Context: an optimization exercise on an open-source flow, tuned for small area, a short achievable clock period and few clock cycles per item. The choices shown serve that exercise and are no tape-out recipe. At most, simulation tests tie the RTL to the original design; equivalence was not proved.

## halftone_step
module halftone_step (
    input  wire        clk,
    input  wire        rst,
    input  wire        in_valid,
    output wire        in_ready,
    input  wire        in_mode,
    input  wire [15:0] in_v,
    input  wire [15:0] in_e_line,
    input  wire [15:0] in_e_held,
    input  wire [7:0]  in_th,
    input  wire        in_missing,
    input  wire [7:0]  in_md,
    input  wire [71:0] in_lv,
    input  wire [4:0]  in_wr,
    input  wire [4:0]  in_wdl,
    input  wire [4:0]  in_wdr,
    output reg         out_valid,
    input  wire        out_ready,
    output reg  [2:0]  out_level,
    output reg         out_sat,
    output reg  [15:0] out_right,
    output reg  [15:0] out_dleft,
    output reg  [15:0] out_dright,
    output reg  [15:0] out_down
);
clock: 85.0 ns
lec_check: 0
abc_area: 1
cap_margin: 0
core_margin: 2
core_utilization: 70
cts_buf_list: sky130_fd_sc_hd__clkbuf_16
cts_cluster_diameter: 100
cts_cluster_size: 30
slew_margin: 0
standard.sh (not shown) runs the stock make flow with config.mk's settings and CLKGATE_MAP_FILE= SYNTH_SCRIPT=/design/flow/synth_recipe.tcl, a recipe that flattens the netlist after the stock synthesis.
==> flow/flow/run.sh <==
#!/bin/bash
# The standard layout (standard.sh, unchanged synthesis and steps), except that the
# port buffers that global placement inserts on every input and output are buf_1 cells
# rather than the default choice. make's full output goes to standard.log here.
set -euo pipefail
export BUFFER_PORTS_ARGS="-buffer_cell sky130_fd_sc_hd__buf_1"
bash standard.sh > standard.log 2>&1
Testbench counts at the start, summed over its fixed seeds: cycles 32,024, items 32,000.
Rerun with:
--- a/flow/design.v
+++ b/flow/design.v
@@ -81,21 +81,20 @@
     wire        in_sx = in_em[15] ^ in_hm[15];
     wire        in_cx = in_em[15] & in_hm[15];
     reg        r_v;
     reg        r_mode, r_miss;
     reg [15:0] r_s, r_c;                        
     reg        r_sx, r_cx;
     reg [7:0]  r_th, r_md;
     reg [71:0] r_lv;
     reg [14:0] r_w;
     reg        m_v, k_v, o_v;
-    reg        o_e;                             
     reg        rdy;                             
     wire       r_load = !r_v || !k_v;           
     assign in_ready = rdy;
     always @(posedge clk) begin
         if (r_load) begin
             r_mode <= in_mode;
             r_miss <= in_missing;
             r_s    <= in_s;
             r_c    <= in_c;
             r_sx   <= in_sx;
@@ -182,21 +181,21 @@
     wire [2:0] level = zero ? 3'd0 : top ? 3'd7 : L + {2'b00, up};
     wire [18:0] ef  = zero ? u : (top || up) ? e_hi : e_lo;
     wire sat_p = (ef[18:15] != 4'b0000) && (ef[18:15] != 4'b1111);
     wire sat   = r_mode && sat_p;
     wire [15:0] err = !r_mode ? 16'd0 :
                       sat_p   ? (ef[18] ? 16'h8000 : 16'h7fff) : ef[15:0];
     reg [34:0] q0, q1;
     reg        wp, rp;
     wire [34:0] x_m  = {r_w, level, sat, err};
     wire        r_move = r_v && !k_v;                  
-    wire        o_load = o_e || out_ready;             
+    wire        o_load = !o_v || out_ready;            
     wire        pop    = m_v && o_load;                
     always @(posedge clk) begin
         if (r_move && !wp) q0 <= x_m;
         if (r_move &&  wp) q1 <= x_m;
     end
     wire [34:0] hd = rp ? q1 : q0;
     wire [15:0] e  = hd[15:0];
     wire [4:0]  wr = hd[24:20], wdl = hd[29:25], wdr = hd[34:30];
     wire [17:0] e1 = {{2{e[15]}}, e}, e2 = {e[15], e, 1'b0};
     wire [19:0] e3_w = radd({{4{e[15]}}, e}, {{3{e[15]}}, e, 1'b0}, 1'b0);
@@ -232,27 +231,25 @@
         end
     end
     wire r_v_n = r_load ? (in_valid && rdy) : r_v;
     wire k_v_n = (k_v && !pop) || (r_move && m_v && !pop);
     always @(posedge clk) begin
         if (rst) begin
             r_v <= 1'b0;
             m_v <= 1'b0;
             k_v <= 1'b0;
             o_v <= 1'b0;
-            o_e <= 1'b1;
             rdy <= 1'b0;
             wp  <= 1'b0;
             rp  <= 1'b0;
         end else begin
             r_v <= r_v_n;
             m_v <= (m_v && !pop) || k_v || r_move;
             wp  <= wp ^ r_move;
             rp  <= rp ^ pop;
             k_v <= k_v_n;
             o_v <= pop || (o_v && !out_ready);
-            o_e <= !pop && (o_e || out_ready);
             rdy <= !r_v_n || !k_v_n;
         end
     end
     always @(*) out_valid = o_v;
 endmodule
Effect: The new run finished with timing, DRC and antenna clean. Cell area rises by 0.68%. Clock-buffer cell count does not change. Global-route usage falls by 0.65 points. Synthesized area rises by about 0.6%. Worst setup slack is better by 400 ps. Cell count falls by 0.43%. Clock skew rises by 5.1 ps. Fmax rises by about 2.2%. Core utilization rises by 0.33 points. Flip-flop and latch count falls by 1.
Testbench counts after the change, summed over its fixed seeds: cycles 32,024, items 32,000.

========
halftone_step with an RTL version that a note above also has.
Size in the first run: about 2,800 cells after synthesis, about 230 I/O pins, ~26,000 um^2 of cells after synthesis.
Settings: LEC_CHECK=0, ABC_AREA=1, CAP_MARGIN=20, CORE_MARGIN=2, CORE_UTILIZATION=65, CTS_BUF_LIST=sky130_fd_sc_hd__clkbuf_16, CTS_CLUSTER_DIAMETER=100, CTS_CLUSTER_SIZE=30, SLEW_MARGIN=20; clock period 85.0 ns.
Scripts as last shown in full above: flow/flow/run.sh
Testbench counts at the start, summed over its fixed seeds: cycles 32,024, items 32,000.
Rerun with:
--- a/flow/design.v
+++ b/flow/design.v
@@ -81,24 +81,24 @@
     wire        in_sx = in_em[15] ^ in_hm[15];
     wire        in_cx = in_em[15] & in_hm[15];
     reg        r_v;
     reg        r_mode, r_miss;
     reg [15:0] r_s, r_c;                        
     reg        r_sx, r_cx;
     reg [7:0]  r_th, r_md;
     reg [71:0] r_lv;
     reg [14:0] r_w;
-    reg        m_v, k_v, o_v;
+    reg  [1:0] q_n;                             
+    reg        o_v;
     reg        rdy;                             
-    wire       r_load = !r_v || !k_v;           
     assign in_ready = rdy;
     always @(posedge clk) begin
-        if (r_load) begin
+        begin
             r_mode <= in_mode;
             r_miss <= in_missing;
             r_s    <= in_s;
             r_c    <= in_c;
             r_sx   <= in_sx;
             r_cx   <= in_cx;
             r_th   <= in_th;
             r_md   <= in_md;
             r_lv   <= in_lv;
@@ -178,29 +178,29 @@
     wire no_up = !r_mode && (&r_th);
     wire up = !no_up && t28;
     wire zero = r_mode && (r_miss || neg);
     wire [2:0] level = zero ? 3'd0 : top ? 3'd7 : L + {2'b00, up};
     wire [18:0] ef  = zero ? u : (top || up) ? e_hi : e_lo;
     wire sat_p = (ef[18:15] != 4'b0000) && (ef[18:15] != 4'b1111);
     wire sat   = r_mode && sat_p;
     wire [15:0] err = !r_mode ? 16'd0 :
                       sat_p   ? (ef[18] ? 16'h8000 : 16'h7fff) : ef[15:0];
-    reg [34:0] q0, q1;
-    reg        wp, rp;
+    reg [34:0] q0, q1, q2;
+    reg [2:0]  wp, rp;
     wire [34:0] x_m  = {r_w, level, sat, err};
-    wire        r_move = r_v && !k_v;                  
     wire        o_load = !o_v || out_ready;            
-    wire        pop    = m_v && o_load;                
-    always @(posedge clk) begin
-        if (r_move && !wp) q0 <= x_m;
-        if (r_move &&  wp) q1 <= x_m;
-    end
-    wire [34:0] hd = rp ? q1 : q0;
+    wire        pop    = (q_n != 2'd0) && o_load;      
+    always @(posedge clk) begin
+        if (r_v && wp[0]) q0 <= x_m;
+        if (r_v && wp[1]) q1 <= x_m;
+        if (r_v && wp[2]) q2 <= x_m;
+    end
+    wire [34:0] hd = ({35{rp[0]}} & q0) | ({35{rp[1]}} & q1) | ({35{rp[2]}} & q2);
     wire [15:0] e  = hd[15:0];
     wire [4:0]  wr = hd[24:20], wdl = hd[29:25], wdr = hd[34:30];
     wire [17:0] e1 = {{2{e[15]}}, e}, e2 = {e[15], e, 1'b0};
     wire [19:0] e3_w = radd({{4{e[15]}}, e}, {{3{e[15]}}, e, 1'b0}, 1'b0);
     wire [17:0] e3 = e3_w[17:0];
     function automatic [19:0] mulw(input [4:0] w, input [17:0] x1, input [17:0] x2, input [17:0] x3);
         reg [17:0] l;
         reg [19:0] lo_r, hi_r;
         begin
@@ -224,32 +224,30 @@
         if (o_load) begin
             out_level  <= hd[19:17];
             out_sat    <= hd[16];
             out_right  <= p_r[19:4];
             out_dleft  <= p_dl[19:4];
             out_dright <= p_dr[19:4];
             out_down   <= dn;
         end
     end
-    wire r_v_n = r_load ? (in_valid && rdy) : r_v;
-    wire k_v_n = (k_v && !pop) || (r_move && m_v && !pop);
+    wire       r_v_n = in_valid && rdy;
+    wire [1:0] q_n_n = q_n + {1'b0, r_v} - {1'b0, pop};
     always @(posedge clk) begin
         if (rst) begin
             r_v <= 1'b0;
-            m_v <= 1'b0;
-            k_v <= 1'b0;
+            q_n <= 2'd0;
             o_v <= 1'b0;
             rdy <= 1'b0;
-            wp  <= 1'b0;
-            rp  <= 1'b0;
+            wp  <= 3'b001;
+            rp  <= 3'b001;
         end else begin
             r_v <= r_v_n;
-            m_v <= (m_v && !pop) || k_v || r_move;
-            wp  <= wp ^ r_move;
-            rp  <= rp ^ pop;
-            k_v <= k_v_n;
+            q_n <= q_n_n;
+            if (r_v) wp <= {wp[1:0], wp[2]};
+            if (pop) rp <= {rp[1:0], rp[2]};
             o_v <= pop || (o_v && !out_ready);
-            rdy <= !r_v_n || !k_v_n;
+            rdy <= ({1'b0, q_n_n} + {2'b00, r_v_n}) <= 3'd2;
         end
     end
     always @(*) out_valid = o_v;
 endmodule
Cell count increases by 4.0%.
Utilization decreases by 0.10 points.
Wire length increases by 3.6%.
Worst setup slack is worse by 1.4 ns.
Area after synthesis increases by 0.96%.
Clock skew increases by 0.013 ns.
Final area increases by 0.32%.
Fmax decreases by 7.0%.
No functional check of the RTL was part of the second run of this note.

## port drivers added, routing unchanged
In the flow no input, the clock included, has a driving cell. The finished layouts below were timed again as built, in two steps. Step 1 sets driving cells, clkbuf_16 on the clock port and buf_2 on the other inputs (assumed; they add their load-dependent delay and slew). Step 2 moves the port delays by t, midway between the first and last clock arrival at a register: inputs arrive t later, outputs are due t later. That takes back most of the time a late clock gives input paths. Three values: ideal, step 1, step 2; two values: the first two.
run	t, ns	slack for setup (ns)	hold WS [ns]	clock arrival spread, ns	slew at the worst register clock pin (ns)
the first run of note 1	0.583	66.486 / 66.506 / 65.923	0.458 / 0.458 / 0.458	0.029 / 0.029	0.11 / 0.11
the second run of note 1	0.583	66.890 / 66.831 / 66.420	0.457 / 0.457 / 0.457	0.037 / 0.037	0.12 / 0.12
the first run of note 2	0.591	66.805 / 66.746 / 66.505	0.459 / 0.459 / 0.459	0.026 / 0.026	0.11 / 0.11
the second run of note 2	0.582	65.436 / 65.463 / 64.881	0.467 / 0.467 / 0.467	0.040 / 0.040	0.12 / 0.12
After both steps every run listed still meets setup and hold. The setup slack of the first run of note 1, which loses most, moves by +0.020 ns with the drivers and by -0.563 ns with both steps.
